What follows belongs to an exercise in optimizing a design on an open flow for small area, a short achievable clock period and few clock cycles per item; a production flow would make more cautious choices.
Function was checked by simulation only, so behaviour that the tests miss may differ from the original.
No activity file was given, so power comes from the tool's default toggle rates.

==> inputs of v30 <==
Design blaze_unit, start of the top module:
module blaze_unit (
    input  wire        clk,
    input  wire        rst,
    input  wire        reg_valid,
    input  wire        reg_write,
    input  wire [5:0]  reg_addr,       
    input  wire [31:0] reg_wdata,
    output wire        reg_ready,
    output wire [31:0] reg_rdata,      
    output wire        mem_req,
    output wire [20:0] mem_addr,       
    input  wire        mem_gnt,
    input  wire        mem_rvalid,
    input  wire [31:0] mem_rdata,
    input  wire        mem_rerr
);
export LEC_CHECK = 0
export CAP_MARGIN = 20
export CORE_MARGIN = 2
export CORE_UTILIZATION = 50
export PLACE_DENSITY = 0.72
export SLEW_MARGIN = 20
create_clock -name core_clock -period 10.0 [get_ports {clk}]
standard.sh (not shown) runs the stock make flow with config.mk's settings and CLKGATE_MAP_FILE= SYNTH_SCRIPT=/design/flow/synth_recipe.tcl, a recipe that flattens the netlist after the stock synthesis.
==> flow/flow/run.sh <==
#!/bin/bash
# The standard layout, with two changes to how it is made (the clock and
# constraints stay as given):
#  - timing repair aims below the 10 ns clock: repair_timing treats any path
#    with less than SETUP_SLACK_MARGIN ns of slack as failing and works on it;
#  - the port buffers are sky130_fd_sc_hd__buf_2 cells instead of the delay
#    cells buffer_ports picks by default (every port still gets a buffer).
set -euo pipefail
bash standard.sh synth > synth.log 2>&1
bash standard.sh SETUP_SLACK_MARGIN=6.5 'BUFFER_PORTS_ARGS=-buffer_cell sky130_fd_sc_hd__buf_2' finish > layout.log 2>&1
==> v9: changes against v30 <==
--- a/flow/flow/run.sh
+++ b/flow/flow/run.sh
@@ -7,4 +7,4 @@
 #    cells buffer_ports picks by default (every port still gets a buffer).
 set -euo pipefail
 bash standard.sh synth > synth.log 2>&1
-bash standard.sh SETUP_SLACK_MARGIN=6.5 'BUFFER_PORTS_ARGS=-buffer_cell sky130_fd_sc_hd__buf_2' finish > layout.log 2>&1
+bash standard.sh SETUP_SLACK_MARGIN=6.8 'BUFFER_PORTS_ARGS=-buffer_cell sky130_fd_sc_hd__buf_2' finish > layout.log 2>&1
--- a/flow/config.mk
+++ b/flow/config.mk
@@ -7,6 +7,6 @@
 export LEC_CHECK = 0
 export CAP_MARGIN = 20
 export CORE_MARGIN = 2
-export CORE_UTILIZATION = 50
-export PLACE_DENSITY = 0.72
+export CORE_UTILIZATION = 45
+export PLACE_DENSITY = 0.65
 export SLEW_MARGIN = 20
==> v13: changes against v30 <==
==> flow/flow/run.sh (replaced) <==
#!/bin/bash
# The standard layout, with timing repair aimed below the 10 ns clock: the
# clock and constraints stay as given, but repair_timing treats any path with
# less than SETUP_SLACK_MARGIN ns of slack as failing and works on it.
set -euo pipefail
bash standard.sh synth > synth.log 2>&1
bash standard.sh SETUP_SLACK_MARGIN=6.5 finish > layout.log 2>&1
--- a/flow/config.mk
+++ b/flow/config.mk
@@ -7,6 +7,6 @@
 export LEC_CHECK = 0
 export CAP_MARGIN = 20
 export CORE_MARGIN = 2
-export CORE_UTILIZATION = 50
-export PLACE_DENSITY = 0.72
+export CORE_UTILIZATION = 45
+export PLACE_DENSITY = 0.65
 export SLEW_MARGIN = 20
==> impl_metrics.yaml <==
outcome:
  outcome: "no timing/DRC/antenna violations"
power:
  vdd.ir_drop.worst_uv: 131
die:
  initial_cell_density_of_the_core_pct: 50.7
  die_height_um: 260
setup_path:
  timing.critical_path.arrival_ns: 4.19
[end of results for v30]
==> impl_metrics.yaml <==
cells_and_area:
  clock_buffers: 71
sta:
  setup-violations-final: 0
setup_path:
  timing.critical_path.arrival_ns: 4.12
die:
  io-pin-count: 132
  initial_cell_density_of_the_core_pct: 45.6
  die_height_um: 274
power:
  vdd.ir_drop.worst_uv: 133
synthesis:
  post_synth_inst_count: 3777
detailed_routing:
  vias: 32400
outcome:
  outcome: "no timing/DRC/antenna violations"
[end of results for v13]
==> impl_metrics.yaml <==
grt:
  grt_first_pass_wirelength_um: 228000
setup_path:
  timing.critical_path.arrival_ns: 3.74
cells_and_area:
  commonest_cells_after_routing_fill_and_taps_aside: "sky130_fd_sc_hd__nand2_1 (553), sky130_fd_sc_hd__xnor2_1 (459), sky130_fd_sc_hd__dfxtp_1 (369)"
power:
  vdd.ir_drop.worst_uv: 149
die:
  initial_cell_density_of_the_core_pct: 45.6
  die_height_um: 274
sta:
  finalHoldViolCount: 0
  drv_slew: 0
outcome:
  outcome: "no timing/DRC/antenna violations"
[end of results for v9]
Testbench counts of v30, summed over its fixed seeds: cycles 291,928, bytes 812,402.
Testbench counts of v9, summed over its fixed seeds: cycles 291,928, bytes 812,402.
Testbench counts of v13, summed over its fixed seeds: cycles 291,928, bytes 812,402.

afterwards: timing with drivers on the ports:
Ports are ideal in the flow. The routed layouts listed here were re-timed in OpenROAD. Step 1 sets driving cells, clkbuf_16 on the clock port and buf_2 on the other inputs (assumed; they add their load-dependent delay and slew). Step 2, shift: input delay + t, output delay - t, t = (earliest + latest rising clock arrival at the registers) / 2. This alone moves slack from input paths to output paths. a / b / c = ideal / step 1 / step 2; a / b = the first two.
| run | t, ns | setup slack, ns | worst register clock-pin slew, ns |
|---|---|---|---|
| v30 | 0.665 | 6.330 / 6.330 / 5.782 | 0.09 / 0.09 |
| v9 | 0.670 | 6.624 / 6.624 / 6.109 | 0.07 / 0.07 |
| v13 | 0.663 | 6.320 / 6.320 / 5.893 | 0.07 / 0.07 |
After both steps setup and hold are still met in every run listed. The setup slack of v30, which loses most, moves by 0.000 ns with the drivers and by -0.548 ns with both steps.
